From an optimization exercise on the open Yosys and OpenROAD flow, aimed at small area, a short achievable clock period and few clock cycles per item; shortcuts taken in it are not production practice. Where RTL was checked, it was by simulation tests only, not by an equivalence proof against the original. Only the layout flow was run in runs 6 and 7; the RTL was not checked for function there.

==> design/flow/design.v <==
module lp_div (
    input  wire        clk,
    input  wire        rst,         
    input  wire        start,       
    input  wire        signed_op,   
    input  wire [31:0] dividend,    
    input  wire [31:0] divisor,     
    output wire        in_ready,
    output reg         done,
    output wire [31:0] quotient,
    output wire [31:0] remainder,
    output wire        dz,          
    output wire        ov           
);
    function [31:0] below_or(input [31:0] x);
        reg [31:0] p;
        integer l, i, j;
        begin
            p = {x[30:0], 1'b0};
            for (l = 0; l < 5; l = l + 1)
                for (i = 0; i < 32; i = i + 1)
                    if ((i >> l) & 1) begin
                        j = ((i >> l) << l) - 1;
                        p[i] = p[i] | p[j];
                    end
            below_or = p;
        end
    endfunction
    function [31:0] cneg(input [31:0] x, input s);
        cneg = x ^ ({32{s}} & below_or(x));
    endfunction
    function [32:0] sub32(input [31:0] x, input [31:0] y);
        reg [31:0] g, p, t;
        integer l, i, j;
        begin
            t = x ^ ~y;
            g = x & ~y;
            p = t;
            for (l = 0; l < 5; l = l + 1)
                for (i = 0; i < 32; i = i + 1)
                    if ((i >> l) & 1) begin
                        j = ((i >> l) << l) - 1;
                        g[i] = g[i] | (p[i] & g[j]);
                        p[i] = p[i] & p[j];
                    end
            sub32[32] = g[31] | p[31];
            sub32[0]  = ~t[0];
            for (i = 1; i < 32; i = i + 1)
                sub32[i] = t[i] ^ (g[i-1] | p[i-1]);
        end
    endfunction
    function [34:0] add35(input [34:0] x, input [34:0] y, input cin);
        reg [34:0] g, p, t;
        integer l, i, j;
        begin
            t = x ^ y;
            g = x & y;
            p = t;
            g[0] = g[0] | (p[0] & cin);
            for (l = 0; l < 6; l = l + 1)
                for (i = 0; i < 35; i = i + 1)
                    if ((i >> l) & 1) begin
                        j = ((i >> l) << l) - 1;
                        g[i] = g[i] | (p[i] & g[j]);
                        p[i] = p[i] & p[j];
                    end
            add35[0] = t[0] ^ cin;
            for (i = 1; i < 35; i = i + 1)
                add35[i] = t[i] ^ g[i-1];
        end
    endfunction
    function [5:0] lzc32(input [31:0] x);
        reg [15:0] z1; reg [15:0] c1;
        reg [7:0]  z2; reg [15:0] c2;
        reg [3:0]  z3; reg [11:0] c3;
        reg [1:0]  z4; reg [7:0]  c4;
        integer i;
        begin
            for (i = 0; i < 16; i = i + 1) begin
                z1[i] = ~(x[2*i+1] | x[2*i]);
                c1[i] = ~x[2*i+1];
            end
            for (i = 0; i < 8; i = i + 1) begin
                z2[i] = z1[2*i+1] & z1[2*i];
                c2[2*i +: 2] = z1[2*i+1] ? {1'b1, c1[2*i]} : {1'b0, c1[2*i+1]};
            end
            for (i = 0; i < 4; i = i + 1) begin
                z3[i] = z2[2*i+1] & z2[2*i];
                c3[3*i +: 3] = z2[2*i+1] ? {1'b1, c2[4*i +: 2]} : {1'b0, c2[4*i+2 +: 2]};
            end
            for (i = 0; i < 2; i = i + 1) begin
                z4[i] = z3[2*i+1] & z3[2*i];
                c4[4*i +: 4] = z3[2*i+1] ? {1'b1, c3[6*i +: 3]} : {1'b0, c3[6*i+3 +: 3]};
            end
            lzc32 = (z4[1] & z4[0]) ? 6'd32
                  : (z4[1] ? {2'b01, c4[3:0]} : {2'b00, c4[7:4]});
        end
    endfunction
    function [5:0] lzmag(input [31:0] x, input neg);
        reg pw;
        integer i;
        begin
            pw = neg;
            for (i = 1; i < 32; i = i + 1)
                pw = pw & (x[i] | ~x[i-1]);
            lzmag = lzc32(x ^ {32{neg}}) - {5'd0, pw};
        end
    endfunction
    reg        a_vld;
    reg [31:0] a_dvd;       
    reg [31:0] a_dsr;       
    reg [5:0]  a_lza;       
    reg [5:0]  a_lzd;       
    reg        a_nq, a_nr;
    reg        b_busy;      
    reg        b_short;     
    reg        b_first;     
    reg [3:0]  b_cnt;       
    reg [31:0] b_rem;       
    reg [31:0] b_d;         
    reg [31:0] b_q;         
    reg        b_nq, b_nr, b_dz, b_ov;
    reg [31:0] o_rem;       
    reg        o_nq, o_nr, o_dz, o_ov;
    wire fin_it  = b_busy & (b_cnt == 4'd0);
    wire b_ready = ~b_busy | fin_it;          
    wire load    = a_vld & b_ready;
    assign in_ready = ~a_vld | b_ready;
    wire take    = start & in_ready;
    wire dvd_neg = signed_op & dividend[31];
    wire dsr_neg = signed_op & divisor[31];
    wire [6:0]  shd  = {1'b0, a_lzd} - {1'b0, a_lza};
    wire [5:0]  sh   = shd[5:0];              
    wire        qz   = shd[6];                
    wire        a_dz = a_lzd[5];
    wire        short = qz | a_dz;
    wire [31:0] d_s1 = sh[1] ? {a_dsr[29:0], 2'b0}  : a_dsr;
    wire [31:0] d_s2 = sh[2] ? {d_s1[27:0], 4'b0}   : d_s1;
    wire [31:0] d_s3 = sh[3] ? {d_s2[23:0], 8'b0}   : d_s2;
    wire [31:0] d_al = sh[4] ? {d_s3[15:0], 16'b0}  : d_s3;
    wire        a_ov = a_nr & ~a_nq & (a_lza == 6'd0) & (a_lzd == 6'd31);
    wire [32:0] r1 = sub32(b_rem, b_d);
    wire [32:0] r2 = sub32(b_rem, {b_d[30:0], 1'b0});
    wire [34:0] x3 = {3'b000, b_rem};
    wire [34:0] y3 = ~{3'b000, b_d};
    wire [34:0] z3 = ~{2'b00, b_d, 1'b0};
    wire [34:0] cs_s = x3 ^ y3 ^ z3;
    wire [34:0] cs_c = (x3 & y3) | (x3 & z3) | (y3 & z3);
    wire [34:0] r3 = add35(cs_s, {cs_c[33:0], 1'b1}, 1'b1);
    wire        f1 = r1[32];
    wire        f2 = r2[32] & ~b_d[31];
    wire        f3 = ~r3[34];
    wire [31:0] rem_nx = f3 ? r3[31:0] : f2 ? r2[31:0] : f1 ? r1[31:0] : b_rem;
    wire [1:0]  dig    = {f2, f3 | (f1 & ~f2)};
    always @(posedge clk) begin
        if (rst) begin
            a_vld   <= 1'b0;
            b_busy  <= 1'b0;
            b_short <= 1'b0;
            done    <= 1'b0;
        end else begin
            if (take) begin
                a_vld <= 1'b1;
            end else if (load) begin
                a_vld <= 1'b0;
            end
            b_busy  <= load ? ~short : (b_busy & (b_cnt != 4'd0));
            b_short <= load & short;
            done    <= fin_it | b_short;
        end
        if (take) begin
            a_dvd <= cneg(dividend, dvd_neg);
            a_dsr <= cneg(divisor, dsr_neg);
            a_lza <= lzmag(dividend, dvd_neg);
            a_lzd <= lzmag(divisor, dsr_neg);
            a_nq  <= dvd_neg ^ dsr_neg;
            a_nr  <= dvd_neg;
        end
        if (load) begin
            b_nq  <= a_nq;
            b_nr  <= a_nr;
            b_dz  <= a_dz;
            b_ov  <= a_ov;
        end
        b_rem   <= load ? a_dvd : rem_nx;
        b_d     <= load ? d_al  : {2'b00, b_d[31:2]};
        b_cnt   <= load ? sh[4:1] : b_cnt - 4'd1;
        b_first <= load;
        b_q     <= b_short ? {32{b_dz}}
                           : {b_q[29:0] & {30{~b_first}}, dig};
        o_rem   <= b_short ? b_rem : rem_nx;
        o_nq    <= b_nq;
        o_nr    <= b_nr;
        o_dz    <= b_dz;
        o_ov    <= b_ov;
    end
    assign quotient  = cneg(b_q, o_nq);
    assign remainder = cneg(o_rem, o_nr);
    assign dz = o_dz;
    assign ov = o_ov;
endmodule
==> design/flow/run.sh <==
#!/bin/bash
# synth_recipe.tcl (not shown) runs the flow's synth.tcl, then flattens the netlist and writes it again
# the make line also repeats each setting of config.mk as NAME=value (left out here)
make -C /OpenROAD-flow-scripts/flow DESIGN_CONFIG=/design/flow/config.mk WORK_HOME=/design/flow/orfs CLKGATE_MAP_FILE= SYNTH_SCRIPT=/design/flow/synth_recipe.tcl finish
==> design/flow/config.mk <==
export PLATFORM = sky130hd
export DESIGN_NAME = lp_div
export DESIGN_NICKNAME = lp_div
export VERILOG_FILES = /design/flow/design.v
export SDC_FILE = /design/flow/constraint.sdc
export NUM_CORES = 4
export LEC_CHECK = 0
export CAP_MARGIN = 20
export CORE_MARGIN = 2
export CORE_UTILIZATION = 40
export SETUP_SLACK_MARGIN = 1.2
export SLEW_MARGIN = 20
==> design/flow/constraint.sdc <==
create_clock -name core_clock -period 5.0 [get_ports {clk}]
set_input_delay 1.0000 -clock core_clock [delete_from_list [all_inputs] [get_ports {clk}]]
set_output_delay 1.0000 -clock core_clock [all_outputs]
set_load 0.01 [all_outputs]
==> flow_summary.json, run 1 <==
{
  "synth_edf_count": 82,
  "grt_overflow": 0,
  "dr.pass1.iters": 5,
  "ys_seq_area_frac": 0.296,
  "path_delay_family": "simple AND/OR/NAND/NOR gates",
  "crit_path_start_kind": "flop",
  "grt.total_usage": 0.227,
  "final_cell_mix": "nand2_1, nor2_1, a21oi_1",
  "cp.arrival_ns": 4.14,
  "synth.ff_latch_count": 223,
  "gp_congestion": 0.926,
  "drt-total-wl_mm": 54.5,
  "htree_levels": 1,
  "chipHeight_um": 215,
  "checkFailReasons": "setup timing",
  "grt_pass1_wl_mm": 84.4,
  "slew_viol_final": 0,
  "synth_xor_area_frac": 0.0956,
  "hold_depth": 0,
  "path_buf_inv": 1,
  "final_common_cell": "nand2_1",
  "die_x_um": 215,
  "setup_viol_count_final": 4,
  "core_um2": 44100,
  "async_reset_ff_frac": 0,
  "worstHoldEndpoint": "o_dz",
  "drt_first_iter_violations": 1244,
  "synthAdderAreaFrac": 0.116,
  "portBuffers": 135,
  "preCtsSetupSlack_ns": -0.00912,
  "cts-root-buf": "clkbuf_16",
  "hp-class": "reg2reg",
  "cap_violations": 0,
  "synth_top_family_by_area": "compound AO/OA/AOI/OAI gates",
  "cts_tree": "built",
  "worst_r2r_endpoint": "b_rem[22]",
  "fin_nets": 2495,
  "cp_max_fo": 3,
  "yosysWarnings": 1,
  "antenna_found_initial": 5,
  "fmax_ghz": 0.194,
  "clkTransAtPathRegs_ns": 0.06,
  "synthesis.area_um2": 17900,
  "cts.sinks": 223,
  "synthMuxAreaShare": 0.0519,
  "period_share": 1.03,
  "diodes": 0,
  "dieArea_um2": 46400,
  "drtAntennaViolNets": 0,
  "nFillCells": 4230,
  "synthToLayoutAreaGrowth_pct": 22.0,
  "drt-vias-per-instance": 5.70,
  "drive_gt1_frac": 0.149,
  "crit_required_ns": 4.00,
  "drc": 0,
  "grt_pass1_vias": 15500,
  "min_from": "b_dz",
  "synthCells": 2135,
  "worst-setup-path-type": "reg2out",
  "clk_latency_ns": 0.56,
  "fin_crit_ns": 5.14,
  "clockBufferDepth": 3,
  "crit_chain": "or4_4 -> or3_1 -> or4_4 -> or4_4 -> or3_4 -> or3_4 -> or3_4 -> o31ai_4 -> xnor2_2 -> buf_2",
  "synth_cell_type_count": 85,
  "grt_max_degree": 79,
  "hold_buffers": 0,
  "rsz0062_at_grt": "true",
  "reg2regPathDepth": 13,
  "finalSetupTns_ns": -0.496,
  "skew_ns": 0.0190,
  "synthFlopType": "dfxtp_1",
  "dp_hpwl_mm": 41.5,
  "crit_slowest_cell": "or4_4",
  "postSynthAreaPerCell_um2": 8.36,
  "endpoint_kind": "primary output",
  "status": "failed layout checks",
  "r2r_start": "b_d[24]",
  "wl_per_cell_um": 18.8,
  "synth_compound_area_frac": 0.220,
  "slowest_delay_ns": 0.52,
  "cts_buffers": 26,
  "hold_viol": 0,
  "boundaryPins": 136,
  "vias": 16500,
  "max_slew_margin": 0.265,
  "syn_nets": 2347,
  "yosys.area_share.simple": 0.174,
  "num_rows": 77,
  "worst_slack_ns": -0.144,
  "initial_core_util": 0.405,
  "r2r_setup_slack_ns": 1.28,
  "worst_slew_pin_slew_ns": 1.10
}
sequential cells by signal, summed over array words and instances, names as in the netlist, 4 cells and up:
register and count:
a_lza 6, b_q 32, b_d 32, b_cnt 4, b_rem 32, a_dsr 32
a_dvd 32, a_lzd 6, o_rem 32
metrics by stage:
stage	area (µm²)	utilization	std cells	hold WS, ns
after floorplan	18000	-	2135	0.323
after global placement	20100	0.456	2801	0.363
after detailed placement	20100	0.456	2801	0.356
after CTS	21300	0.483	2875	0.382
after global routing	21800	0.494	2894	0.384
final	21800	0.494	2894	0.383
logic make-up after synthesis:
| group | count (synthesis) |
|---|---|
| AND/OR/NAND/NOR | 652 |
| AO/OA/AOI/OAI | 613 |
| flip-flops | 223 |
| buffers and inverters | 220 |
| XOR/XNOR | 195 |
| adder cells (fa/ha/maj) | 144 |
| multiplexers | 88 |
synthesized netlist by cell type (11+ instances only):
master	count	area share
o21ai_0	167	0.047
fa_1	36	0.040
o211ai_1	19	0.0080
and2_1	15	0.0053
nor3_1	40	0.011
inv_1	101	0.021
nor2_1	149	0.031
a31oi_1	27	0.0095
o21bai_1	14	0.0059
a211oi_1	34	0.014
mux2_2	27	0.017
and3_1	13	0.0046
nand2_1	244	0.051
o31ai_1	35	0.015
o21a_1	13	0.0055
a21o_1	18	0.0076
xor2_1	50	0.025
nand3_1	39	0.011
nand4_1	15	0.0053
xnor2_1	145	0.071
mux2i_1	60	0.034
a21oi_1	146	0.041
nand2b_1	23	0.0081
nor4_1	20	0.0070
ha_1	108	0.076
buf_1	11	0.0023
o22ai_1	18	0.0063
or3_1	19	0.0067
edfxtp_1	82	0.14
nor2b_1	34	0.012
clkbuf_1	106	0.022
dfxtp_1	141	0.16
a311oi_1	14	0.0069
final cells by class:
class | instances | area (µm²) | share of cell area
clock inverters | 9 | 144 | 0.00660
flip-flops and latches | 223 | 5300 | 0.243
repair buffers | 238 | 2120 | 0.0974
multi-input cells | 1692 | 12300 | 0.567
repair inverters | 1 | 5.00 | 0.000230
well taps | 592 | 741 | 0.0340
inverters | 101 | 388 | 0.0178
clock buffers | 38 | 743 | 0.0341
worst register-to-register path: cells and delay by family, from the launching register on:
family                   cells  cell delay [ns]
AO/OA/AOI/OAI                7             1.73
multiplexers                 1             0.26
AND/OR/NAND/NOR              1             0.13
adder cells (fa/ha/maj)      2             0.81
flip-flops                   1             0.31
buffers and inverters        2             0.36
per-layer routing:
layer	GRT usage	vias up	wire length (µm)
met2	0.378	501	25700
li1	-	8044	-
met3	0.0361	93	3600
met5	0	-	34
met1	0.301	7861	23600
met4	0.0729	4	1630
repair_timing:
action / 4_1_cts / 5_1_grt
endpoints found under the setup margin: 119 / 120
setup buffers: 27 / 17
pin swaps: 37 / 32
resized for setup: 227 / 88
cloned: 0 / 1
worst max-delay path by stage:
| stage | from | endpoint | slack, ns | depth (start not counted) |
|---|---|---|---|---|
| floorplan | o_rem[17] | remainder[31] | 0.60 | 9 |
| global placement | o_rem[17] | remainder[31] | 0.005 | 10 |
| detailed placement | b_q[3] | quotient[31] | -0.009 | 10 |
| CTS | o_rem[17] | remainder[31] | -0.21 | 10 |
| global route | o_rem[17] | remainder[31] | -0.27 | 10 |
| finish | o_rem[17] | remainder[31] | -0.14 | 10 |
Testbench counts, summed over its fixed seeds: cycles 11,019, divs 3,200.
==> run 2, diff against run 1 <==
--- a/design/flow/config.mk
+++ b/design/flow/config.mk
@@ -5,8 +5,9 @@
 export SDC_FILE = /design/flow/constraint.sdc
 export NUM_CORES = 4
 export LEC_CHECK = 0
+export ABC_AREA = 1
 export CAP_MARGIN = 20
 export CORE_MARGIN = 2
 export CORE_UTILIZATION = 40
-export SETUP_SLACK_MARGIN = 1.2
+export SETUP_SLACK_MARGIN = 2.0
 export SLEW_MARGIN = 20
==> run 2 against run 1 <==
  * The run now finishes clean
  * Maximum frequency up 45%
  * Final area up 13%
  * Cell count up 26%
  * Clock skew up 0.012 ns
  * Non-clock buffer count up 31
  * First-iteration DRC count up 13%
  * Utilization up 2.4 points
  * Critical endpoint is now quotient[26]
==> flow_summary.json, run 2 <==
{
  "synth_top_family_by_area": "simple AND/OR/NAND/NOR gates",
  "reg2regPathDepth": 17,
  "yosysWarnings": 1,
  "status": "finished clean",
  "wl_per_cell_um": 17.1,
  "cap_violations": 0,
  "dr.pass1.iters": 5,
  "drt_first_iter_violations": 1400,
  "synth_xor_area_frac": 0.0731,
  "r2r_start": "b_d[18]",
  "skew_ns": 0.0315,
  "clk_latency_ns": 0.57,
  "max_slew_margin": 0.450,
  "worst_slew_pin_slew_ns": 0.825,
  "slowest_delay_ns": 0.35,
  "boundaryPins": 136,
  "async_reset_ff_frac": 0,
  "cts_buffers": 27,
  "final_common_cell": "nand2_1",
  "fin_util": 0.518,
  "synthFlopType": "dfxtp_1",
  "crit_required_ns": 4.00,
  "die_x_um": 223,
  "endpoint_kind": "primary output",
  "dp_hpwl_mm": 44.6,
  "drtAntennaViolNets": 0,
  "vias": 19100,
  "path_buf_inv": 4,
  "cp.arrival_ns": 2.54,
  "fin_nets": 3215,
  "grt_pass1_wl_mm": 94.4,
  "worstHoldEndpoint": "o_nq",
  "yosysTopAreaCellShare": 0.154,
  "ys_top_cells_by_area": "nand2_1, dfxtp_1, edfxtp_1, ha_1, inv_1",
  "antenna_found_initial": 1,
  "cp.depth": 11,
  "drt-total-wl_mm": 62.1,
  "dieArea_um2": 49800,
  "synth_top_area_cell": "nand2_1",
  "crit_slowest_cell": "dfxtp_4",
  "rsz0062_at_grt": "true",
  "synth_cell_type_count": 63,
  "clkTransAtPathRegs_ns": 0.06,
  "gp_congestion": 0.938,
  "synthMuxAreaShare": 0.00886,
  "grt.total_usage": 0.235,
  "synthCells": 2777,
  "synthAdderAreaFrac": 0.108,
  "crit_path_start_kind": "flop",
  "hp-class": "reg2reg",
  "min_from": "b_nq",
  "nFillCells": 4593,
  "synthToLayoutAreaGrowth_pct": 28.2,
  "synthesis.area_um2": 19200,
  "cts_tree": "built",
  "final_cell_mix": "nand2_1, inv_1, nand3_1",
  "core_um2": 47500,
  "drt-vias-per-instance": 5.25,
  "grt_max_degree": 75,
  "setup_viol_count_final": 0,
  "place_area_um2": 21100,
  "synthTopCellsByCount": "nand2_1, inv_1, nand3_1",
  "fin_crit_ns": 3.54,
  "clockBufferDepth": 3,
  "synth_edf_count": 82,
  "drc": 0,
  "hold_depth": 0,
  "yosys.area_share.simple": 0.309,
  "chipHeight_um": 223,
  "fmax_ghz": 0.283,
  "grt_overflow": 0,
  "num_rows": 80,
  "initial_core_util": 0.404,
  "postSynthAreaPerCell_um2": 6.92,
  "synth.ff_latch_count": 223,
  "slew_viol_final": 0,
  "ys_seq_area_frac": 0.275,
  "cp_max_fo": 3,
  "grt_pass1_vias": 17600,
  "r2r_setup_slack_ns": 2.06,
  "syn_nets": 2989,
  "cts-root-buf": "clkbuf_16",
  "crit_chain": "nor3_4 -> nand4_1 -> nor2_4 -> buf_6 -> nand4_1 -> nor2_1 -> buf_4 -> buf_6 -> a21oi_2 -> xor2_1 -> buf_2",
  "portBuffers": 135,
  "worst_r2r_endpoint": "o_rem[26]",
  "period_share": 0.708,
  "path_delay_family": "simple AND/OR/NAND/NOR gates",
  "fin_area_um2": 24600,
  "hold_viol": 0,
  "finalSetupTns_ns": 0,
  "synth.most_common_cell": "nand2_1",
  "cts.sinks": 223,
  "htree_levels": 1,
  "worst-setup-path-type": "reg2out",
  "holdWs_ns": 0.342,
  "synth_compound_area_frac": 0.129,
  "drive_gt1_frac": 0.214
}
## run 2: cell type report
| type | count | area (µm²) | share of cell area |
|---|---|---|---|
| multi-input combinational | 2100 | 13500 | 0.550 |
| sequential | 223 | 5370 | 0.218 |
| timing repair buffer | 269 | 2470 | 0.101 |
| inverter | 379 | 1520 | 0.0616 |
| tap | 615 | 769 | 0.0313 |
| clock buffer | 30 | 687 | 0.0279 |
| clock inverter | 20 | 231 | 0.00940 |
| timing repair inverter | 3 | 37.5 | 0.00153 |
| antenna | 1 | 2.50 | 0.000102 |
## run 2: worst register-to-register path, cell delays in order, from the launching register on
cell and delay (ns):
dfxtp_1 0.30, inv_2 0.14, fa_1 0.49, ha_4 0.29, a21oi_2 0.18, o21ai_4 0.10
nand2_1 0.12, nand3_4 0.14, a21oi_4 0.18, nand2_4 0.08, nand2_8 0.14, buf_12 0.19
inv_16 0.06, nor2_1 0.11, nand2_1 0.08, nand2_2 0.11, nand2_2 0.06, nand2_2 0.09
## run 2: cell families (layout without fill, tap and decap cells)
kind of cell	Yosys count	after routing
buffers and inverters	461	701
AO/OA/AOI/OAI	423	423
other	0	1
multiplexers	17	17
adder cells (fa/ha/maj)	144	144
XOR/XNOR	156	156
AND/OR/NAND/NOR	1353	1360
flip-flops	223	223
## run 2: per-stage QoR
stage	setup WS, ns	instances
after detailed placement	0.828	3461
after global routing	1.30	3640
final	1.46	3640
after CTS	1.42	3578
after floorplan	1.96	2777
after global placement	0.834	3461
## run 2: worst max-delay path by stage
stage               startpoint             to  slack [ns]
finish                  b_q[1]   quotient[26]        1.46
global route            b_q[1]   quotient[26]        1.30
CTS                  o_rem[13]  remainder[27]        1.42
detailed placement   signed_op       a_lzd[4]        0.83
global placement     signed_op       a_lzd[4]        0.83
floorplan            signed_op       a_lzd[4]        1.96
## run 2: metal layers
layer / global-route usage / part of all wire / wire (µm)
met1: 0.340 / 0.46 / 28800
met2: 0.377 / 0.46 / 28400
met3: 0.0228 / 0.057 / 3530
met4: 0.0574 / 0.023 / 1400
met5: 0 / 0 / 0
## run 2: timing repair
| action | 4_1_cts | 5_1_grt |
|---|---|---|
| setup buffers | 59 | 51 |
| pin swaps | 58 | 90 |
| gates cloned | 8 | 9 |
| hold buffers | 0 | 0 |
| endpoints found under the setup margin | 166 | 178 |
| resized for setup | 388 | 318 |
==> run 3, diff against run 2 <==
--- a/design/flow/design.v
+++ b/design/flow/design.v
@@ -7,10 +7,10 @@
     input  wire [31:0] divisor,     
     output wire        in_ready,
     output reg         done,
-    output wire [31:0] quotient,
-    output wire [31:0] remainder,
-    output wire        dz,          
-    output wire        ov           
+    output reg  [31:0] quotient,
+    output reg  [31:0] remainder,
+    output reg         dz,          
+    output reg         ov           
 );
     function [31:0] below_or(input [31:0] x);
         reg [31:0] p;
@@ -29,13 +29,14 @@
     function [31:0] cneg(input [31:0] x, input s);
         cneg = x ^ ({32{s}} & below_or(x));
     endfunction
-    function [32:0] sub32(input [31:0] x, input [31:0] y);
+    function [32:0] add32c(input [31:0] x, input [31:0] y, input cin);
         reg [31:0] g, p, t;
         integer l, i, j;
         begin
-            t = x ^ ~y;
-            g = x & ~y;
+            t = x ^ y;
+            g = x & y;
             p = t;
+            g[0] = g[0] | (p[0] & cin);
             for (l = 0; l < 5; l = l + 1)
                 for (i = 0; i < 32; i = i + 1)
                     if ((i >> l) & 1) begin
@@ -43,10 +44,31 @@
                         g[i] = g[i] | (p[i] & g[j]);
                         p[i] = p[i] & p[j];
                     end
-            sub32[32] = g[31] | p[31];
-            sub32[0]  = ~t[0];
+            add32c[32] = g[31];
+            add32c[0]  = t[0] ^ cin;
             for (i = 1; i < 32; i = i + 1)
-                sub32[i] = t[i] ^ (g[i-1] | p[i-1]);
+                add32c[i] = t[i] ^ g[i-1];
+        end
+    endfunction
+    function [33:0] add33c(input [32:0] x, input [32:0] y, input cin);
+        reg [32:0] g, p, t;
+        integer l, i, j;
+        begin
+            t = x ^ y;
+            g = x & y;
+            p = t;
+            g[0] = g[0] | (p[0] & cin);
+            for (l = 0; l < 6; l = l + 1)
+                for (i = 0; i < 33; i = i + 1)
+                    if ((i >> l) & 1) begin
+                        j = ((i >> l) << l) - 1;
+                        g[i] = g[i] | (p[i] & g[j]);
+                        p[i] = p[i] & p[j];
+                    end
+            add33c[33] = g[32];
+            add33c[0]  = t[0] ^ cin;
+            for (i = 1; i < 33; i = i + 1)
+                add33c[i] = t[i] ^ g[i-1];
         end
     endfunction
     function [34:0] add35(input [34:0] x, input [34:0] y, input cin);
@@ -108,7 +130,7 @@
     endfunction
     reg        a_vld;
     reg [31:0] a_dvd;       
-    reg [31:0] a_dsr;       
+    reg [31:0] a_dsx;       
     reg [5:0]  a_lza;       
     reg [5:0]  a_lzd;       
     reg        a_nq, a_nr;
@@ -122,6 +144,7 @@
     reg        b_nq, b_nr, b_dz, b_ov;
     reg [31:0] o_rem;       
     reg        o_nq, o_nr, o_dz, o_ov;
+    reg        o_done;
     wire fin_it  = b_busy & (b_cnt == 4'd0);
     wire b_ready = ~b_busy | fin_it;          
     wire load    = a_vld & b_ready;
@@ -134,21 +157,23 @@
     wire        qz   = shd[6];                
     wire        a_dz = a_lzd[5];
     wire        short = qz | a_dz;
-    wire [31:0] d_s1 = sh[1] ? {a_dsr[29:0], 2'b0}  : a_dsr;
-    wire [31:0] d_s2 = sh[2] ? {d_s1[27:0], 4'b0}   : d_s1;
-    wire [31:0] d_s3 = sh[3] ? {d_s2[23:0], 8'b0}   : d_s2;
-    wire [31:0] d_al = sh[4] ? {d_s3[15:0], 16'b0}  : d_s3;
+    wire        a_pos = ~(a_nq ^ a_nr);       
+    wire [31:0] d_s1 = sh[1] ? {a_dsx[29:0], {2{a_pos}}}  : a_dsx;
+    wire [31:0] d_s2 = sh[2] ? {d_s1[27:0],  {4{a_pos}}}  : d_s1;
+    wire [31:0] d_s3 = sh[3] ? {d_s2[23:0],  {8{a_pos}}}  : d_s2;
+    wire [31:0] d_al = sh[4] ? {d_s3[15:0], {16{a_pos}}}  : d_s3;
     wire        a_ov = a_nr & ~a_nq & (a_lza == 6'd0) & (a_lzd == 6'd31);
-    wire [32:0] r1 = sub32(b_rem, b_d);
-    wire [32:0] r2 = sub32(b_rem, {b_d[30:0], 1'b0});
+    wire        b_pos = ~(b_nq ^ b_nr);
     wire [34:0] x3 = {3'b000, b_rem};
-    wire [34:0] y3 = ~{3'b000, b_d};
-    wire [34:0] z3 = ~{2'b00, b_d, 1'b0};
+    wire [34:0] y3 = {3'b111, b_d};
+    wire [34:0] z3 = {2'b11, b_d, b_pos};
+    wire [32:0] r1 = add32c(b_rem, b_d, b_pos);
+    wire [33:0] r2 = add33c({1'b0, b_rem}, {b_d, b_pos}, b_pos);
     wire [34:0] cs_s = x3 ^ y3 ^ z3;
     wire [34:0] cs_c = (x3 & y3) | (x3 & z3) | (y3 & z3);
-    wire [34:0] r3 = add35(cs_s, {cs_c[33:0], 1'b1}, 1'b1);
+    wire [34:0] r3 = add35(cs_s, {cs_c[33:0], b_pos}, b_pos);
     wire        f1 = r1[32];
-    wire        f2 = r2[32] & ~b_d[31];
+    wire        f2 = r2[33];
     wire        f3 = ~r3[34];
     wire [31:0] rem_nx = f3 ? r3[31:0] : f2 ? r2[31:0] : f1 ? r1[31:0] : b_rem;
     wire [1:0]  dig    = {f2, f3 | (f1 & ~f2)};
@@ -157,6 +182,7 @@
             a_vld   <= 1'b0;
             b_busy  <= 1'b0;
             b_short <= 1'b0;
+            o_done  <= 1'b0;
             done    <= 1'b0;
         end else begin
             if (take) begin
@@ -166,11 +192,12 @@
             end
             b_busy  <= load ? ~short : (b_busy & (b_cnt != 4'd0));
             b_short <= load & short;
-            done    <= fin_it | b_short;
+            o_done  <= fin_it | b_short;
+            done    <= o_done;
         end
         if (take) begin
             a_dvd <= cneg(dividend, dvd_neg);
-            a_dsr <= cneg(divisor, dsr_neg);
+            a_dsx <= divisor ^ {32{~dsr_neg}};
             a_lza <= lzmag(dividend, dvd_neg);
             a_lzd <= lzmag(divisor, dsr_neg);
             a_nq  <= dvd_neg ^ dsr_neg;
@@ -183,7 +210,7 @@
             b_ov  <= a_ov;
         end
         b_rem   <= load ? a_dvd : rem_nx;
-        b_d     <= load ? d_al  : {2'b00, b_d[31:2]};
+        b_d     <= load ? d_al  : {2'b11, b_d[31:2]};
         b_cnt   <= load ? sh[4:1] : b_cnt - 4'd1;
         b_first <= load;
         b_q     <= b_short ? {32{b_dz}}
@@ -194,8 +221,10 @@
         o_dz    <= b_dz;
         o_ov    <= b_ov;
     end
-    assign quotient  = cneg(b_q, o_nq);
-    assign remainder = cneg(o_rem, o_nr);
-    assign dz = o_dz;
-    assign ov = o_ov;
+    always @(posedge clk) begin
+        quotient  <= cneg(b_q, o_nq);
+        remainder <= cneg(o_rem, o_nr);
+        dz        <= o_dz;
+        ov        <= o_ov;
+    end
 endmodule
==> run 3 against run 2 <==
  * Still clean
  * Register-to-register slack worse by 0.35 ns
  * Clock-buffer cell count grew 16
  * First-iteration DRC count up 0.79%
  * Largest cell class unchanged
==> flow_summary.json, run 3 <==
{
  "grt_pass1_wl_mm": 95.0,
  "crit_required_ns": 5.47,
  "hp-class": "reg2reg",
  "grt.total_usage": 0.235,
  "fin_crit_ns": 3.29,
  "rsz0062_at_grt": "true",
  "synthFlopType": "dfxtp_1",
  "fin_nets": 3130,
  "grt_max_degree": 65,
  "antenna_found_initial": 3,
  "period_share": 0.658,
  "hold_buffers": 0,
  "wl_per_cell_um": 16.9,
  "die_x_um": 227,
  "cts.sinks": 290,
  "htree_levels": 2,
  "dr.pass1.iters": 5,
  "core_um2": 49200,
  "synthesis.area_um2": 20000,
  "regArea_um2": 6660,
  "vias": 18500,
  "ys_top_cells_by_area": "dfxtp_1, nand2_1, edfxtp_1, ha_1, inv_1",
  "holdWs_ns": 0.339,
  "cp.arrival_ns": 3.76,
  "grt_overflow": 0,
  "synthTopCellsByCount": "nand2_1, inv_1, dfxtp_1",
  "synth_edf_count": 82,
  "crit_path_start_kind": "flop",
  "grt_pass1_vias": 17500,
  "synth_cell_type_count": 59,
  "drc": 0,
  "skew_ns": 0.00974,
  "async_reset_ff_frac": 0,
  "status": "finished clean",
  "worst-setup-path-type": "reg2reg",
  "max_slew_margin": 0.421,
  "drt-total-wl_mm": 60.9,
  "nFillCells": 4600,
  "synthCells": 2709,
  "yosysTopAreaCellShare": 0.208,
  "synthToLayoutAreaGrowth_pct": 27.7,
  "hold_viol": 0,
  "postSynthAreaPerCell_um2": 7.37,
  "final_cell_mix": "nand2_1, inv_1, dfxtp_1",
  "drive_gt1_frac": 0.159,
  "drtAntennaViolNets": 0,
  "clockBufferDepth": 3,
  "syn_nets": 2929,
  "final_common_cell": "nand2_1",
  "finalSetupTns_ns": 0,
  "multi_input_area_um2": 12700,
  "cts-root-buf": "clkbuf_16",
  "slew_viol_final": 0,
  "num_rows": 81,
  "initial_core_util": 0.406,
  "gp_congestion": 0.936,
  "boundaryPins": 136,
  "cap_violations": 0,
  "dp_hpwl_mm": 43.0,
  "chipHeight_um": 227,
  "endpoint_kind": "flop",
  "setup_viol_count_final": 0,
  "synth_top_area_cell": "dfxtp_1",
  "cp_max_fo": 4,
  "drt_first_iter_violations": 1411,
  "drt-vias-per-instance": 5.15,
  "cts_tree": "built",
  "ys_seq_area_frac": 0.332,
  "clk_latency_ns": 0.55,
  "dieArea_um2": 51700,
  "cts_buffers": 34,
  "yosysWarnings": 1,
  "synth.ff_latch_count": 290,
  "synth.most_common_cell": "nand2_1",
  "fmax_ghz": 0.304,
  "worst_slew_pin_slew_ns": 0.867,
  "portBuffers": 135,
  "clkTransAtPathRegs_ns": 0.06
}
-- run 3: changes by cell type after synthesis, sizes merged, moves of 15 or more --
cell	change
inv	-31
nand3	-48
xor2	+15
nor2	-48
nand4	-20
nand2	+28
dfxtp	+67
o211ai	+20
o22ai	-15
-- run 3: worst paths after layout --
check / from / end / slack (ns) / depth (start not counted)
hold / removal: o_ov / ov / 0.34 / 0
setup reg to reg: b_nq / o_rem[16] / 1.71 / 18
setup / recovery: b_nq / o_rem[16] / 1.71 / 18
hold reg to reg: o_ov / ov / 0.34 / 0
-- run 3: critical path, cell delays in order, from the launching register on --
cell and delay (ns):
edfxtp_1 0.44, xnor2_2 0.28, inv_2 0.08, fa_2 0.39
fa_2 0.34, inv_2 0.07, nand3_2 0.08, nand2_4 0.09
nand2_4 0.05, nand3_4 0.09, nand2_2 0.08, nand2_4 0.09
buf_8 0.11, inv_4 0.03, fa_1 0.44, or2_4 0.26
o21ai_2 0.06, nand2_1 0.08, nand2_2 0.13
-- run 3: cell families after synthesis --
| family | after synthesis | synth area share |
|---|---|---|
| AOI/OAI and AO/OA | 394 | 0.112 |
| xor gates and xnor gates | 166 | 0.0784 |
| adders and majority gates | 152 | 0.113 |
| buffers and inverters | 423 | 0.0834 |
| DFF | 290 | 0.332 |
| muxes | 23 | 0.0115 |
| and+or+nand+nor | 1261 | 0.270 |
-- run 3: final cells by class --
class / instances / area share
repair inverters: 2 / 0.000490
inverters: 345 / 0.0530
repair buffers: 239 / 0.110
clock buffers: 46 / 0.0372
multi-input cells: 1998 / 0.499
well taps: 664 / 0.0326
flip-flops and latches: 290 / 0.261
diodes: 1 / 0.0000981
clock inverters: 13 / 0.00637
-- run 3: metrics by stage --
step	instance area, µm²	util	setup WS, ns	cells
floorplan	20100	-	1.95	2709
global placement	22100	0.449	0.762	3454
detailed placement	22100	0.449	0.731	3454
CTS	24900	0.507	1.75	3579
global route	25500	0.519	1.58	3597
finish	25500	0.519	1.71	3598
-- run 3: layer usage --
metal / global-route usage / up-vias / routed length, µm
met2: 0.379 / 591 / 27700
met3: 0.0398 / 124 / 3950
met1: 0.317 / 8627 / 27000
met5: 0 / - / 0
met4: 0.0829 / 0 / 2230
li1: - / 9188 / -
-- run 3: what timing repair did --
action                                  in CTS  in global routing
setup buffers                               49                 16
cloned                                      17                  2
pin swaps                                   78                 87
endpoints found under the setup margin      87                124
gates resized for setup                    257                122
Testbench counts of run 3, summed over its fixed seeds: cycles 11,027, divs 3,200.
==> run 4, diff against run 3 <==
--- a/design/flow/design.v
+++ b/design/flow/design.v
@@ -134,6 +134,7 @@
     reg [5:0]  a_lza;       
     reg [5:0]  a_lzd;       
     reg        a_nq, a_nr;
+    reg        a_pos;       
     reg        b_busy;      
     reg        b_short;     
     reg        b_first;     
@@ -142,6 +143,7 @@
     reg [31:0] b_d;         
     reg [31:0] b_q;         
     reg        b_nq, b_nr, b_dz, b_ov;
+    reg        b_pos;       
     reg [31:0] o_rem;       
     reg        o_nq, o_nr, o_dz, o_ov;
     reg        o_done;
@@ -157,13 +159,11 @@
     wire        qz   = shd[6];                
     wire        a_dz = a_lzd[5];
     wire        short = qz | a_dz;
-    wire        a_pos = ~(a_nq ^ a_nr);       
     wire [31:0] d_s1 = sh[1] ? {a_dsx[29:0], {2{a_pos}}}  : a_dsx;
     wire [31:0] d_s2 = sh[2] ? {d_s1[27:0],  {4{a_pos}}}  : d_s1;
     wire [31:0] d_s3 = sh[3] ? {d_s2[23:0],  {8{a_pos}}}  : d_s2;
     wire [31:0] d_al = sh[4] ? {d_s3[15:0], {16{a_pos}}}  : d_s3;
     wire        a_ov = a_nr & ~a_nq & (a_lza == 6'd0) & (a_lzd == 6'd31);
-    wire        b_pos = ~(b_nq ^ b_nr);
     wire [34:0] x3 = {3'b000, b_rem};
     wire [34:0] y3 = {3'b111, b_d};
     wire [34:0] z3 = {2'b11, b_d, b_pos};
@@ -202,12 +202,14 @@
             a_lzd <= lzmag(divisor, dsr_neg);
             a_nq  <= dvd_neg ^ dsr_neg;
             a_nr  <= dvd_neg;
+            a_pos <= ~dsr_neg;
         end
         if (load) begin
             b_nq  <= a_nq;
             b_nr  <= a_nr;
             b_dz  <= a_dz;
             b_ov  <= a_ov;
+            b_pos <= a_pos;
         end
         b_rem   <= load ? a_dvd : rem_nx;
         b_d     <= load ? d_al  : {2'b11, b_d[31:2]};
==> design/flow/flow/run.sh (new file) <==
#!/bin/bash
# Standard layout flow, run whole; keeps its log here.
bash standard.sh > standard.log 2>&1
==> design/flow/standard.sh (new file) <==
#!/bin/bash
# synth_recipe.tcl (not shown) runs the flow's synth.tcl, then flattens the netlist and writes it again
# the make line also repeats each setting of config.mk as NAME=value (left out here)
make -C /OpenROAD-flow-scripts/flow DESIGN_CONFIG=/design/flow/config.mk WORK_HOME=/design/flow/orfs CLKGATE_MAP_FILE= SYNTH_SCRIPT=/design/flow/synth_recipe.tcl "${@:-finish}"
--- a/design/flow/config.mk
+++ b/design/flow/config.mk
@@ -8,6 +8,7 @@
 export ABC_AREA = 1
 export CAP_MARGIN = 20
 export CORE_MARGIN = 2
-export CORE_UTILIZATION = 40
+export CORE_UTILIZATION = 55
 export SETUP_SLACK_MARGIN = 2.0
 export SLEW_MARGIN = 20
+export TNS_END_PERCENT = 0
removed: design/flow/run.sh
==> run 4 against run 3 <==
  * Register-to-register slack gained 0.25 ns
  * Final area shrank 6.8%
  * First-iteration DRC count grew 12%
  * Critical endpoint unchanged
  * Largest cell class unchanged
  * Highest routed layer is now met5
==> flow_summary.json, run 4 <==
{
  "syn_nets": 2885,
  "finalSetupTns_ns": 0,
  "slew_viol_final": 0,
  "postSynthAreaPerCell_um2": 7.47,
  "grt_max_degree": 64,
  "final_cell_mix": "nand2_1, inv_1, nand3_1",
  "clockBufferDepth": 3,
  "gp_congestion": 0.913,
  "grt_pass1_wl_mm": 90.2,
  "rsz0062_at_grt": "true",
  "htree_levels": 2,
  "crit_start": "b_d[9]",
  "initial_core_util": 0.560,
  "drt-total-wl_mm": 57.8,
  "crit_required_ns": 5.47,
  "ys_top_cells_by_area": "dfxtp_1, nand2_1, edfxtp_1, ha_1, inv_1",
  "synthesis.area_um2": 19900,
  "hold_viol": 0,
  "chipHeight_um": 194,
  "period_share": 0.608,
  "async_reset_ff_frac": 0,
  "die_x_um": 194,
  "dr.pass1.iters": 6,
  "fmax_ghz": 0.329,
  "worst_slack_ns": 1.96,
  "yosysWarnings": 1,
  "dieArea_um2": 37700,
  "synth_edf_count": 84,
  "fin_util": 0.669,
  "worst_slew_pin_slew_ns": 0.887,
  "vias": 18400,
  "drive_gt1_frac": 0.111,
  "num_rows": 69,
  "fin_nets": 3039,
  "dp_hpwl_mm": 42.3,
  "hp-class": "reg2reg",
  "synthFlopType": "dfxtp_1",
  "antenna_found_initial": 1,
  "worst-setup-path-type": "reg2reg",
  "place_area_um2": 21700,
  "synth.most_common_cell": "nand2_1",
  "fin_area_um2": 23800,
  "fin_crit_ns": 3.04,
  "portBuffers": 135,
  "synth_cell_type_count": 61,
  "ys_seq_area_frac": 0.336,
  "clkTransAtPathRegs_ns": 0.06,
  "min_from": "o_ov",
  "synthTopCellsByCount": "nand2_1, inv_1, nand3_1",
  "core_um2": 35600,
  "synth_top_area_cell": "dfxtp_1",
  "drc": 0,
  "endpoint_kind": "flop",
  "diodes": 0,
  "setup_viol_count_final": 0,
  "cap_violations": 0,
  "max_slew_margin": 0.408,
  "synthToLayoutAreaGrowth_pct": 19.4,
  "cts.sinks": 292,
  "synth.ff_latch_count": 292,
  "drt-vias-per-instance": 5.56,
  "drt_first_iter_violations": 1584,
  "cts-root-buf": "clkbuf_16",
  "drtAntennaViolNets": 0,
  "final_common_cell": "nand2_1",
  "status": "finished clean",
  "hold_buffers": 0,
  "r2r_start": "b_d[9]",
  "cp_max_fo": 5,
  "yosysTopAreaCellShare": 0.209,
  "skew_ns": 0.0217,
  "clk_latency_ns": 0.54,
  "synthCells": 2666,
  "preCtsSetupSlack_ns": 0.896,
  "cts_buffers": 34,
  "crit_path_start_kind": "flop",
  "grt_overflow": 0,
  "grt_pass1_vias": 17300,
  "cp.arrival_ns": 3.52,
  "wl_per_cell_um": 17.5,
  "cts_tree": "built",
  "boundaryPins": 136,
  "grt.total_usage": 0.297
}
==> run 4: changes by cell type in the layout (fill, tap and decap cells not counted), sizes merged, moves of 10 or more <==
cell,delta
nor3,-11
nor2,-28
a21oi,-10
buf,-51
nand2,-18
nand3,+16
==> run 4: cell families (layout without fill, tap and decap cells) <==
family,after synthesis,count (layout),share of synthesized area
AO/OA/AOI/OAI,395,395,0.115
XOR/XNOR,168,168,0.0803
adder cells (fa/ha/maj),151,151,0.113
buffers and inverters,416,589,0.0850
flip-flops,292,292,0.336
multiplexers,22,22,0.0111
AND/OR/NAND/NOR,1222,1226,0.260
==> run 4: metrics by stage <==
| step | hold WS (ns) | instances |
|---|---|---|
| final | 0.341 | 3304 |
| after global routing | 0.340 | 3304 |
| after CTS | 0.336 | 3286 |
| after detailed placement | 0.314 | 3205 |
| after global placement | 0.318 | 3205 |
| after floorplan | 0.310 | 2666 |
==> run 4: critical path: stages, from the launching register on <==
cell and delay, ns:
dfxtp_2 0.42, fa_1 0.44, ha_1 0.38, a21oi_2 0.22, o21ai_2 0.11, a21oi_2 0.18, nand2_4 0.09, buf_8 0.13
inv_1 0.07, fa_2 0.44, or2_4 0.25, o21ai_4 0.07, nand2_2 0.09, nand2_2 0.10
==> run 4: what timing repair did <==
item	CTS	global route
buffers inserted	15	13
pin swaps	11	12
resized for setup	100	91
cloned	7	5
setup endpoints to repair	83	115
==> run 4: final cells by class <==
class / instances / area (µm²)
Multi-Input combinational cell: 1962 / 12000
Fill cell: 3108 / 11800
Sequential cell: 292 / 6780
Timing Repair Buffer: 192 / 2020
Inverter: 336 / 1300
Clock buffer: 46 / 1000
Tap cell: 461 / 577
Clock inverter: 13 / 119
Timing Repair inverter: 2 / 13.8
==> run 4: path summary, 6_finish.rpt <==
path | endpoint | slack [ns] | cells past startpoint
setup / recovery | o_rem[16] | 1.96 | 13
hold / removal | ov | 0.34 | 0
setup reg to reg | o_rem[16] | 1.96 | 13
hold reg to reg | ov | 0.34 | 0
==> run 4: layer usage <==
layer	part of all wire	routed length (µm)	global-route usage	vias to the layer above
li1	-	-	-	8994
met4	0.037	2120	0.100	2
met2	0.46	26900	0.495	747
met5	0.00022	13	0	-
met1	0.43	24700	0.400	8499
met3	0.072	4140	0.0369	130
Testbench counts of run 4, summed over its fixed seeds: cycles 11,027, divs 3,200.
==> run 5, diff against run 4 <==
==> design/flow/run.sh (new file) <==
#!/bin/bash
# synth_recipe.tcl (not shown) runs the flow's synth.tcl, then flattens the netlist and writes it again
# the make line also repeats each setting of config.mk as NAME=value (left out here)
make -C /OpenROAD-flow-scripts/flow DESIGN_CONFIG=/design/flow/config.mk WORK_HOME=/design/flow/orfs CLKGATE_MAP_FILE= SYNTH_SCRIPT=/design/flow/synth_recipe.tcl finish
removed: design/flow/flow/run.sh
removed: design/flow/standard.sh
==> run 5 against run 4 <==
  * Still clean
  * Critical endpoint unchanged
  * Area after synthesis did not move
  * First-iteration DRC count did not move
  * Cell count did not move
  * Critical path type unchanged
==> flow_summary.json, run 5 <==
{
  "status": "finished clean",
  "rsz0062_at_grt": "true",
  "syn_nets": 2885,
  "dieArea_um2": 37700,
  "setup_viol_count_final": 0,
  "fin_crit_ns": 3.04,
  "core_um2": 35600,
  "worstHoldEndpoint": "ov",
  "fmax_ghz": 0.329,
  "drc": 0,
  "stdcell_count": 3304,
  "diodes": 0,
  "num_rows": 69,
  "antenna_found_initial": 1,
  "yosys.area_share.simple": 0.260,
  "fin_area_um2": 23800,
  "synth.ff_latch_count": 292,
  "drt-vias-per-instance": 5.56,
  "cap_violations": 0,
  "worst_slew_pin_slew_ns": 0.887,
  "worst-setup-path-type": "reg2reg",
  "slew_viol_final": 0,
  "hold_buffers": 0,
  "synth_compound_area_frac": 0.115,
  "ys_top_cells_by_area": "dfxtp_1, nand2_1, edfxtp_1, ha_1, inv_1",
  "synthTopCellsByCount": "nand2_1, inv_1, nand3_1",
  "drive_gt1_frac": 0.111,
  "synthCells": 2666,
  "crit_required_ns": 5.47,
  "final_common_cell": "nand2_1",
  "synthMuxAreaShare": 0.0111,
  "grt_pass1_vias": 17300,
  "place_inst": 3205,
  "cts.sinks": 292,
  "ys_seq_area_frac": 0.336,
  "r2r_setup_slack_ns": 1.96,
  "min_from": "o_ov",
  "boundaryPins": 136,
  "gp_congestion": 0.913,
  "crit_chain": "fa_1 -> ha_1 -> a21oi_2 -> o21ai_2 -> a21oi_2 -> nand2_4 -> buf_8 -> inv_1 -> fa_2 -> or2_4 -> o21ai_4 -> nand2_2 -> nand2_2",
  "hold_viol": 0,
  "htree_levels": 2,
  "nFillCells": 3108,
  "yosysWarnings": 1,
  "place_area_um2": 21700,
  "portBuffers": 135,
  "cts-root-buf": "clkbuf_16",
  "synthToLayoutAreaGrowth_pct": 19.4,
  "skew_ns": 0.0217,
  "wl_per_cell_um": 17.5,
  "max_slew_margin": 0.408,
  "yosysTopAreaCellShare": 0.209,
  "postSynthAreaPerCell_um2": 7.47,
  "synthFlopType": "dfxtp_1",
  "reg2regPathDepth": 13,
  "hold_depth": 0,
  "grt_overflow": 0,
  "drt_first_iter_violations": 1584,
  "grt_max_degree": 64,
  "vias": 18400,
  "initial_core_util": 0.560,
  "worst_r2r_endpoint": "o_rem[16]",
  "crit_path_start_kind": "flop",
  "synth_xor_area_frac": 0.0803,
  "period_share": 0.608,
  "dr.pass1.iters": 6,
  "final_cell_mix": "nand2_1, inv_1, nand3_1",
  "drtAntennaViolNets": 0,
  "drt-total-wl_mm": 57.8,
  "hp-class": "reg2reg",
  "synthesis.area_um2": 19900,
  "grt.total_usage": 0.297,
  "synth_edf_count": 84,
  "synth.most_common_cell": "nand2_1",
  "slowest_delay_ns": 0.44,
  "crit_slowest_cell": "fa_1",
  "r2r_start": "b_d[9]",
  "chipHeight_um": 194,
  "cts_tree": "built",
  "synth_top_family_by_area": "simple AND/OR/NAND/NOR gates",
  "cp_max_fo": 5,
  "cts_buffers": 34,
  "holdWs_ns": 0.341,
  "fin_nets": 3039,
  "endpoint_kind": "flop",
  "synth_top_area_cell": "dfxtp_1",
  "clk_latency_ns": 0.54,
  "async_reset_ff_frac": 0,
  "dp_hpwl_mm": 42.3,
  "cp.arrival_ns": 3.52,
  "synth_cell_type_count": 61,
  "finalSetupTns_ns": 0,
  "path_delay_family": "adder cells",
  "grt_pass1_wl_mm": 90.2,
  "die_x_um": 194,
  "synthAdderAreaFrac": 0.113,
  "clkTransAtPathRegs_ns": 0.06,
  "clockBufferDepth": 3,
  "path_buf_inv": 2
}
## run 5: cell counts after synthesis
No cell type changed its count.
## run 5: cell families after synthesis
| family | Yosys count |
|---|---|
| and+or+nand+nor | 1222 |
| adders and majority gates | 151 |
| DFF | 292 |
| AOI/OAI and AO/OA | 395 |
| muxes | 22 |
| buffers and inverters | 416 |
| xor gates and xnor gates | 168 |
## run 5: timing repair
item                       4_1_cts  5_1_grt
pin swaps                       11       12
buffers inserted                15       13
setup endpoints to repair       83      115
cloned                           7        5
gates resized for setup        100       91
## run 5: through the flow
stage | util | setup slack (ns)
after floorplan | - | 1.92
after global placement | 0.610 | 0.864
after detailed placement | 0.610 | 0.896
after CTS | 0.656 | 1.90
after global routing | 0.669 | 1.83
final | 0.669 | 1.96
## run 5: worst max-delay path by stage
stage,from,end,cells past startpoint
4_1_cts,b_pos,o_rem[29],20
5_1_grt,b_d[18],b_rem[30],17
3_5_place_dp,dividend[31],a_lza[4],11
2_1_floorplan,signed_op,a_lzd[4],17
3_3_place_gp,dividend[31],a_lza[4],11
6_report,b_d[9],o_rem[16],13
## run 5: worst reg2reg max path: cells and delay by family (launching register included)
| family | cells | cell delay, ns |
|---|---|---|
| buf+inv | 2 | 0.20 |
| simple gates | 4 | 0.53 |
| fa+ha+maj | 3 | 1.26 |
| compound gates | 4 | 0.58 |
| flops | 1 | 0.42 |
## run 5: layout make-up
cell class | instances | area [µm²] | area share
Clock buffer | 46 | 1000 | 0.0420
Clock inverter | 13 | 119 | 0.00500
Inverter | 336 | 1300 | 0.0546
Multi-Input combinational cell | 1962 | 12000 | 0.504
Sequential cell | 292 | 6780 | 0.285
Tap cell | 461 | 577 | 0.0243
Timing Repair Buffer | 192 | 2020 | 0.0850
Timing Repair inverter | 2 | 13.8 | 0.000579
## run 5: per-layer routing
metal  part of all wire  global-route usage  vias to the layer above
met3              0.072              0.0369                      130
met1               0.43               0.400                     8499
li1                   -                   -                     8994
met5            0.00022                   0                        -
met2               0.46               0.495                      747
met4              0.037               0.100                        2
==> run 6, diff against run 5 <==
--- a/design/flow/design.v
+++ b/design/flow/design.v
@@ -147,11 +147,12 @@
     reg [31:0] o_rem;       
     reg        o_nq, o_nr, o_dz, o_ov;
     reg        o_done;
+    reg  r_ready;                             
     wire fin_it  = b_busy & (b_cnt == 4'd0);
     wire b_ready = ~b_busy | fin_it;          
     wire load    = a_vld & b_ready;
-    assign in_ready = ~a_vld | b_ready;
-    wire take    = start & in_ready;
+    assign in_ready = r_ready;
+    wire take    = start & r_ready;
     wire dvd_neg = signed_op & dividend[31];
     wire dsr_neg = signed_op & divisor[31];
     wire [6:0]  shd  = {1'b0, a_lzd} - {1'b0, a_lza};
@@ -180,6 +181,7 @@
     always @(posedge clk) begin
         if (rst) begin
             a_vld   <= 1'b0;
+            r_ready <= 1'b1;
             b_busy  <= 1'b0;
             b_short <= 1'b0;
             o_done  <= 1'b0;
@@ -191,6 +193,9 @@
                 a_vld <= 1'b0;
             end
             b_busy  <= load ? ~short : (b_busy & (b_cnt != 4'd0));
+            r_ready <= ~(take | (a_vld & ~load))
+                     | (load ? (short | (sh[4:1] == 4'd0))
+                             : (~b_busy | (b_cnt == 4'd0) | (b_cnt == 4'd1)));
             b_short <= load & short;
             o_done  <= fin_it | b_short;
             done    <= o_done;
==> run 6 against run 5 <==
  * Non-clock buffer count increased by 19
  * First-iteration DRC count is 0.25% lower
  * Register-to-register slack got worse by 0.06 ns
  * Via count rose by 0.56%
  * Clock skew increased by 0.0074 ns
  * Die area grew 1.3%
  * Global-route usage fell by 0.62 points
  * Area after synthesis increased by 1.4%
  * Highest routed layer is now met4
==> flow_summary.json, run 6 <==
{
  "core_um2": 36300,
  "final_cell_mix": "nand2_1, inv_1, nand3_1",
  "drive_gt1_frac": 0.124,
  "chipHeight_um": 196,
  "hold_viol": 0,
  "wl_per_cell_um": 17.1,
  "grt_pass1_vias": 16900,
  "top_usage_layer": "met2",
  "cts_tree": "built",
  "gr-usage-met3": 0.0577,
  "synthFlopType": "dfxtp_1",
  "setup_viol_count_final": 0,
  "cts_buffers": 34,
  "grt.total_usage": 0.291,
  "crit_path_start_kind": "flop",
  "synth.most_common_cell": "nand2_1",
  "drc": 0,
  "r2r_setup_slack_ns": 1.89,
  "hold_buffers": 0,
  "clkTransAtPathRegs_ns": 0.06,
  "drt-total-wl_mm": 57.5,
  "status": "finished clean",
  "dr.pass1.iters": 6,
  "initial_core_util": 0.555,
  "crit_chain": "fa_1 -> ha_1 -> nand2_1 -> o21ai_1 -> a21oi_2 -> nand2_4 -> inv_1 -> fa_1 -> or2_4 -> o21ai_2 -> nand2_1 -> nand2_2",
  "antenna_found_initial": 1,
  "clk_latency_ns": 0.56,
  "cts-root-buf": "clkbuf_16",
  "synthesis.area_um2": 20200,
  "drt-vias-per-instance": 5.49,
  "slew_viol_final": 0,
  "dieArea_um2": 38200,
  "cp_max_fo": 5,
  "hold_depth": 0,
  "worstHoldEndpoint": "dz",
  "grt_pass1_wl_mm": 88.3,
  "portBuffers": 135,
  "preCtsSetupSlack_ns": 0.837,
  "min_from": "o_dz",
  "crit_slowest_cell": "dfxtp_1",
  "cts.sinks": 293,
  "grt_overflow": 0,
  "cp.arrival_ns": 3.60,
  "drtAntennaViolNets": 0,
  "slowest_delay_ns": 0.46,
  "fin_nets": 3093,
  "crit_required_ns": 5.49,
  "hp-class": "reg2reg",
  "fin_crit_ns": 3.11,
  "place_inst": 3243,
  "synthToLayoutAreaGrowth_pct": 20.3,
  "period_share": 0.621,
  "cap_violations": 0,
  "ys_top_cells_by_area": "dfxtp_1, nand2_1, edfxtp_1, ha_1, inv_1",
  "vias": 18500,
  "synthTopCellsByCount": "nand2_1, inv_1, dfxtp_1",
  "synth.ff_latch_count": 293,
  "syn_nets": 2921,
  "die_x_um": 196,
  "postSynthAreaPerCell_um2": 7.48,
  "endpoint_kind": "flop",
  "async_reset_ff_frac": 0,
  "drt_first_iter_violations": 1580,
  "r2r_start": "b_rem[11]",
  "clockBufferDepth": 3,
  "dp_hpwl_mm": 41.8,
  "max_slew_margin": 0.441,
  "yosysWarnings": 1,
  "path_delay_family": "adder cells",
  "path_buf_inv": 1,
  "worst-setup-path-type": "reg2reg",
  "gp_congestion": 0.947,
  "num_rows": 70,
  "grt_max_degree": 62,
  "finalSetupTns_ns": 0,
  "fmax_ghz": 0.322,
  "synth_edf_count": 84,
  "stdcell_count": 3366,
  "grtUsageMet1": 0.393,
  "final_common_cell": "nand2_1",
  "worst_slew_pin_slew_ns": 0.837,
  "synth_cell_type_count": 62,
  "skew_ns": 0.0291,
  "synthCells": 2700,
  "htree_levels": 2,
  "worst_r2r_endpoint": "o_rem[16]",
  "boundaryPins": 136,
  "yosysTopAreaCellShare": 0.207,
  "rsz0062_at_grt": "true",
  "synth_top_area_cell": "dfxtp_1",
  "use_met2": 0.472,
  "worst_slack_ns": 1.89,
  "reg2regPathDepth": 12,
  "ys_seq_area_frac": 0.332
}
-- run 6: cell count changes in the layout (fill, tap and decap cells not counted), sizes merged, moves of 6 or more --
cell and change:
nor2 +39, nand3 -24, buf +19, o21ai +12
a21oi +11, nand3b +11, clkinv +6, xor2 -6
-- run 6: layout make-up --
| class | count | area, µm² |
|---|---|---|
| clock inverter | 20 | 236 |
| clock buffer | 41 | 918 |
| timing repair buffer | 211 | 2230 |
| sequential | 293 | 6780 |
| inverter | 335 | 1280 |
| fill | 3111 | 12100 |
| multi-input combinational | 1995 | 12200 |
| tap | 468 | 586 |
| antenna | 1 | 2.50 |
| timing repair inverter | 2 | 13.8 |
-- run 6: worst max path at each step --
| stage | start | endpoint | slack [ns] | depth (start not counted) |
|---|---|---|---|---|
| final | b_rem[11] | o_rem[16] | 1.89 | 12 |
| after global routing | b_pos | o_rem[16] | 1.79 | 18 |
| after CTS | b_rem[4] | o_rem[16] | 1.96 | 14 |
| after detailed placement | signed_op | a_lzd[4] | 0.84 | 13 |
| after global placement | signed_op | a_lza[4] | 0.94 | 19 |
| after floorplan | signed_op | a_lzd[4] | 1.97 | 14 |
-- run 6: cells by family (layout without fill, tap and decap cells) --
group                    Yosys count  in the layout  share of synthesized area
AND/OR/NAND/NOR                 1251           1253                      0.267
adder cells (fa/ha/maj)          153            153                      0.113
multiplexers                      24             24                     0.0120
XOR/XNOR                         157            157                     0.0769
other                              0              1                          0
flip-flops                       293            293                      0.332
AO/OA/AOI/OAI                    408            408                      0.116
buffers and inverters            414            609                     0.0834
-- run 6: stage by stage --
stage | cell area, µm² | util | hold WS [ns]
finish | 24300 | 0.668 | 0.331
global route | 24300 | 0.668 | 0.349
CTS | 23600 | 0.649 | 0.331
detailed placement | 21900 | 0.602 | 0.318
global placement | 21900 | 0.602 | 0.313
floorplan | 20300 | - | 0.310
-- run 6: repair_timing --
| action | in CTS | in global routing |
|---|---|---|
| gates resized for setup | 106 | 91 |
| gates cloned | 3 | 8 |
| pin swaps | 12 | 26 |
| endpoints found under the setup margin | 84 | 100 |
| buffers inserted | 22 | 28 |
-- run 6: routing by layer --
metal  wire [µm]  vias to the layer above
met1       24900                     8476
li1            -                     9134
met5           0                        -
met2       26000                      730
met3        4650                      135
met4        1920                        0
==> run 7, diff against run 6 <==
==> design/flow/flow/run.sh (new file) <==
#!/bin/bash
# The standard layout flow, unchanged except that the port buffers
# are the library's smallest plain buffer instead of a delay buffer.
# Every input and output port still gets its own buffer.
set -euo pipefail
export BUFFER_PORTS_ARGS="-buffer_cell sky130_fd_sc_hd__buf_1"
bash standard.sh > standard.log 2>&1
==> design/flow/standard.sh (new file) <==
#!/bin/bash
# synth_recipe.tcl (not shown) runs the flow's synth.tcl, then flattens the netlist and writes it again
# the make line also repeats each setting of config.mk as NAME=value (left out here)
make -C /OpenROAD-flow-scripts/flow DESIGN_CONFIG=/design/flow/config.mk WORK_HOME=/design/flow/orfs CLKGATE_MAP_FILE= SYNTH_SCRIPT=/design/flow/synth_recipe.tcl "${@:-finish}"
removed: design/flow/run.sh
==> run 7 against run 6 <==
  * Clock skew decreased by 0.011 ns
  * Critical path type unchanged
  * Non-clock buffer count decreased by 19
  * Via count decreased by 0.48%
  * Sequential cell count unchanged
  * Utilization decreased by 3.2 points
  * Largest cell class unchanged
  * Synthesized cell count unchanged
==> flow_summary.json, run 7 <==
{
  "crit_path_start_kind": "flop",
  "grt_overflow": 0,
  "die_x_um": 196,
  "cts.sinks": 293,
  "drt_first_iter_violations": 1373,
  "endpoint_kind": "flop",
  "clk_latency_ns": 0.56,
  "drt-total-wl_mm": 58.0,
  "period_share": 0.626,
  "drt-vias-per-instance": 5.49,
  "chipHeight_um": 196,
  "drive_gt1_frac": 0.120,
  "htree_levels": 2,
  "fin_crit_ns": 3.13,
  "fmax_ghz": 0.320,
  "boundaryPins": 136,
  "cp_max_fo": 7,
  "synth.ff_latch_count": 293,
  "wl_per_cell_um": 17.3,
  "finalSetupTns_ns": 0,
  "synthCells": 2700,
  "setup_viol_count_final": 0,
  "place_area_um2": 21100,
  "dr.pass1.iters": 6,
  "yosysWarnings": 1,
  "cap_violations": 0,
  "core_um2": 36300,
  "initial_core_util": 0.555,
  "holdWs_ns": 0.335,
  "synthesis.area_um2": 20200,
  "yosysTopAreaCellShare": 0.207,
  "synth_top_area_cell": "dfxtp_1",
  "clkTransAtPathRegs_ns": 0.06,
  "cts_buffers": 35,
  "ys_top_cells_by_area": "dfxtp_1, nand2_1, edfxtp_1, ha_1, inv_1",
  "ys_seq_area_frac": 0.332,
  "final_common_cell": "nand2_1",
  "reg2regPathDepth": 20,
  "gp_congestion": 0.979,
  "hold_viol": 0,
  "fin_util": 0.636,
  "skew_ns": 0.0177,
  "worst-setup-path-type": "reg2reg",
  "num_rows": 70,
  "regArea_um2": 6790,
  "worst_slack_ns": 1.87,
  "synthToLayoutAreaGrowth_pct": 14.5,
  "drc": 0,
  "synth_edf_count": 84,
  "cts_tree": "built",
  "final_cell_mix": "nand2_1, inv_1, nand3_1",
  "nFillCells": 3296,
  "cts-root-buf": "clkbuf_16",
  "fin_nets": 3076,
  "stdcell_count": 3348,
  "dp_hpwl_mm": 43.3,
  "clockBufferDepth": 3,
  "wl_met1_mm": 25.9,
  "grt_max_degree": 68,
  "synthFlopType": "dfxtp_1",
  "synth_cell_type_count": 62,
  "synthTopCellsByCount": "nand2_1, inv_1, dfxtp_1",
  "hold_depth": 0,
  "status": "finished clean",
  "vias": 18400
}
## run 7: cell counts after synthesis
Identical to the previous run, type by type.
## run 7: area by class of cell
type / instances / area share
inverters: 335 / 0.0555
clock buffers: 44 / 0.0402
well taps: 468 / 0.0253
repair inverters: 3 / 0.000920
flip-flops and latches: 293 / 0.294
repair buffers: 192 / 0.0475
clock inverters: 18 / 0.0101
multi-input cells: 1995 / 0.527
## run 7: layer usage
layer | track usage | up-vias
li1 | - | 9083
met1 | 0.405 | 8569
met2 | 0.464 | 634
met3 | 0.0482 | 100
met4 | 0.0992 | 0
met5 | 0 | -
## run 7: worst max-delay path, stage by stage (launching register included)
cell	delay, ns
edfxtp_1	0.45
ha_2	0.23
or2_4	0.25
fa_2	0.41
nand3_2	0.10
nand3_4	0.10
nand2_4	0.09
nand2_4	0.07
nand2_4	0.08
nand2_4	0.07
buf_12	0.16
nand2_2	0.06
nand2_2	0.06
nand2_4	0.09
buf_12	0.14
buf_12	0.11
clkbuf_16	0.15
o211ai_1	0.10
nand3_1	0.10
nand3_1	0.07
nand2_1	0.14
## run 7: path summary, 6_finish.rpt
check / startpoint / endpoint / slack (ns)
setup / recovery: b_pos / o_rem[3] / 1.87
hold / removal: o_ov / ov / 0.33
setup reg to reg: b_pos / o_rem[3] / 1.87
hold reg to reg: o_ov / ov / 0.33
## run 7: what timing repair did
action	4_1_cts	5_1_grt
endpoints found under the hold margin	0	0
endpoints found under the setup margin	81	102
pin swaps	3	22
buffers inserted	5	29
resized for setup	38	140
gates cloned	0	8
## run 7: logic make-up (layout without fill, tap and decap cells)
group                      Yosys count  in the layout  synth area share
muxes                               24             24            0.0120
xor gates and xnor gates           157            157            0.0769
and+or+nand+nor                   1251           1253             0.267
DFF                                293            293             0.332
AOI/OAI and AO/OA                  408            408             0.116
buffers and inverters              414            592            0.0834
adders and majority gates          153            153             0.113

what the ideal ports hide:
In the flow no input, the clock included, has a driving cell. The finished layouts below were timed again as built, in two steps. Step 1: set_driving_cell puts a clkbuf_16 on clk and a buf_2 on each other input, an assumption about the parent block. Step 2, shift: input delay + t, output delay - t, t = (earliest + latest rising clock arrival at the registers) / 2. This alone moves slack from input paths to output paths. Slacks: ideal ports / drivers / drivers and shift; pairs: ideal ports / drivers.
run	t, ns	setup WS [ns]	worst data-port slew with drivers (ns)
run 1	0.607	-0.144 / -0.205 / 0.402	0.05
run 2	0.608	1.462 / 1.410 / 1.524	0.07
run 3	0.599	1.710 / 1.710 / 1.530	0.04
run 4	0.585	1.958 / 1.940 / 1.476	0.04
run 5	0.585	1.958 / 1.940 / 1.476	0.04
run 6	0.606	1.895 / 1.895 / 1.387	0.04
run 7	0.615	1.870 / 1.870 / 1.547	0.04
For run 6, which loses most, drivers alone change the setup slack by 0.000 ns; drivers and shift together by -0.508 ns.
